Source: an optimization exercise on an open RTL-to-GDS flow (aim: small area, a short achievable clock period and few clock cycles per item). Production flows keep margins and buffers that such runs may drop. RTL that was checked went through simulation tests only; none was proved equivalent to the original.

before:
## sec_sha256
module sec_sha256 (
    input  wire         clk,
    input  wire         rst,       
    input  wire         start,     
    input  wire         first,     
    input  wire [511:0] block,     
    output wire         ready,
    output wire [255:0] digest     
);
Settings: LEC_CHECK=0, CAP_MARGIN=20, CORE_MARGIN=2, CORE_UTILIZATION=40, CTS_BUF_LIST=sky130_fd_sc_hd__clkbuf_16, CTS_CLUSTER_DIAMETER=150, CTS_CLUSTER_SIZE=20, SLEW_MARGIN=20; clock period 11.0 ns.
standard.sh (not shown) runs the stock make flow with config.mk's settings and CLKGATE_MAP_FILE= SYNTH_SCRIPT=/design/flow/synth_recipe.tcl, a recipe that flattens the netlist after the stock synthesis.
==> flow/flow/run.sh <==
#!/bin/bash
# Standard ORFS layout (the standard.sh) with two changes to how it is made:
#  * port buffers use the small sky130_fd_sc_hd__buf_1 instead of the default pick;
#  * timing repair aims for extra setup slack beyond the clock period.
set -euo pipefail
export BUFFER_PORTS_ARGS="-buffer_cell sky130_fd_sc_hd__buf_1"
export SETUP_SLACK_MARGIN=6
bash standard.sh > standard_sh.log 2>&1
before | status: complete | timing, DRC, antenna: pass
What after does differently from before at the input level:
diff --git a/flow/design.v b/flow/design.v
--- a/flow/design.v
+++ b/flow/design.v
@@ -123,36 +123,32 @@
     wire [63:0] cw1  = csa(ss1, ss0, W[9]);
     wire [63:0] cw2  = csa(cw1[31:0], cw1[63:32], W[0]);
     wire [31:0] w_new = add32(({32{nfin}} & cw2[31:0])  | ({32{fin}} & R3),
                               ({32{nfin}} & cw2[63:32]) | ({32{fin}} & a));
     wire [31:0] sa    = w_new;    
     wire [31:0] h_init = first ? IV[31:0] : R7;
     wire [63:0] p_run  = csa(g, kn, W[1]);
     wire [63:0] p_init = csa(h_init, K0, block[511:480]);
-    wire        ld_iv  = idle & start & first;    
-    wire        hold   = ~fin & ~ld_iv;            
-    wire        ld_r   = idle & ~first;            
-    wire        ld_c   = idle & first;             
+    wire        ld_iv  = ~busy & start & first;
     integer i;
     always @(posedge clk) begin
         for (i = 0; i < 15; i = i + 1)
             W[i] <= ({32{busy}} & W[i+1]) | ({32{idle}} & block[511 - 32*i -: 32]);
         W[15] <= ({32{busy}} & w_new) | ({32{idle}} & block[31:0]);
         {pc, ps} <= ({64{busy}} & p_run) | ({64{idle}} & p_init);
-        a <= ({32{busy}} & a_new) | ({32{ld_r}} & R0) | ({32{ld_c}} & IV[255:224]);
-        b <= ({32{busy}} & a)     | ({32{ld_r}} & R1) | ({32{ld_c}} & IV[223:192]);
-        c <= ({32{busy}} & b)     | ({32{ld_r}} & R2) | ({32{ld_c}} & IV[191:160]);
-        d <= ({32{busy}} & c)     | ({32{ld_r}} & R3) | ({32{ld_c}} & IV[159:128]);
-        e <= ({32{busy}} & e_new) | ({32{ld_r}} & R4) | ({32{ld_c}} & IV[127:96]);
-        f <= ({32{busy}} & e)     | ({32{ld_r}} & R5) | ({32{ld_c}} & IV[95:64]);
-        g <= ({32{busy}} & f)     | ({32{ld_r}} & R6) | ({32{ld_c}} & IV[63:32]);
-        R0 <= ({32{fin}} & sa) | ({32{hold}} & R0) | ({32{ld_iv}} & IV[255:224]);
-        R1 <= ({32{fin}} & R0) | ({32{hold}} & R1) | ({32{ld_iv}} & IV[223:192]);
-        R2 <= ({32{fin}} & R1) | ({32{hold}} & R2) | ({32{ld_iv}} & IV[191:160]);
-        R3 <= ({32{fin}} & R2) | ({32{hold}} & R3) | ({32{ld_iv}} & IV[159:128]);
-        R4 <= ({32{fin}} & se) | ({32{hold}} & R4) | ({32{ld_iv}} & IV[127:96]);
-        R5 <= ({32{fin}} & R4) | ({32{hold}} & R5) | ({32{ld_iv}} & IV[95:64]);
-        R6 <= ({32{fin}} & R5) | ({32{hold}} & R6) | ({32{ld_iv}} & IV[63:32]);
-        R7 <= ({32{fin}} & R6) | ({32{hold}} & R7) | ({32{ld_iv}} & IV[31:0]);
+        a <= ({32{busy}} & a_new) | ({32{idle}} & (first ? IV[255:224] : R0));
+        b <= ({32{busy}} & a)     | ({32{idle}} & (first ? IV[223:192] : R1));
+        c <= ({32{busy}} & b)     | ({32{idle}} & (first ? IV[191:160] : R2));
+        d <= ({32{busy}} & c)     | ({32{idle}} & (first ? IV[159:128] : R3));
+        e <= ({32{busy}} & e_new) | ({32{idle}} & (first ? IV[127:96]  : R4));
+        f <= ({32{busy}} & e)     | ({32{idle}} & (first ? IV[95:64]   : R5));
+        g <= ({32{busy}} & f)     | ({32{idle}} & (first ? IV[63:32]   : R6));
+        if (ld_iv) begin
+            {R0, R1, R2, R3} <= IV[255:128];
+            {R4, R5, R6, R7} <= IV[127:0];
+        end else if (fin) begin
+            R0 <= sa; R1 <= R0; R2 <= R1; R3 <= R2;
+            R4 <= se; R5 <= R4; R6 <= R5; R7 <= R6;
+        end
     end
     assign digest = {R0, R1, R2, R3, R4, R5, R6, R7};
 endmodule
==> run notes <==
Comparing total routed wire length on the met1 layer for after and before, the smaller number came from before.
Between before and after, the clock insertion delay at the later pin of the skew report figures differ only marginally.
Per the comparison of after with before, overall routed net length shows an increase of 4400 um; total die area shows no meaningful change.
Going from before to after, worst setup slack down 0.0045 ns, global placement routability congestion -about 1.1%, fill cell total of the finished layout barely changed.
For before, the capturing element of the worst setup path was W[15][30], unlike after, where it was a[29].
Testbench counts of after, summed over its fixed seeds: cycles 25,806, blocks 391.
Function not checked in before: the RTL went through the layout flow alone.

-- port drivers added, routing unchanged --
Ports are ideal in the flow. The routed layouts listed here were re-timed in OpenROAD. Step 1 assumes that a clkbuf_16 drives the clock port and a buf_2 every other input. Step 2 also shifts input and output timing later by t, the mid clock arrival at the registers, as if the neighbouring blocks saw the same clock. Slacks: ideal ports / drivers / drivers and shift; pairs: ideal ports / drivers.
| run | t (ns) | slack for setup (ns) | hold WS [ns] | clock arrival spread, ns | cell pins on the clock port's net |
|---|---|---|---|---|---|
| before | 0.797 | 6.063 / 6.063 / 5.728 | 0.453 / 0.453 / 0.453 | 0.042 / 0.042 | 1 |
| after | 0.774 | 6.058 / 6.058 / 5.960 | 0.444 / 0.444 / 0.444 | 0.058 / 0.058 | 1 |
After both steps every run listed still meets setup and hold. The setup slack of before, which loses most, moves by 0.000 ns with the drivers and by -0.335 ns with both steps.
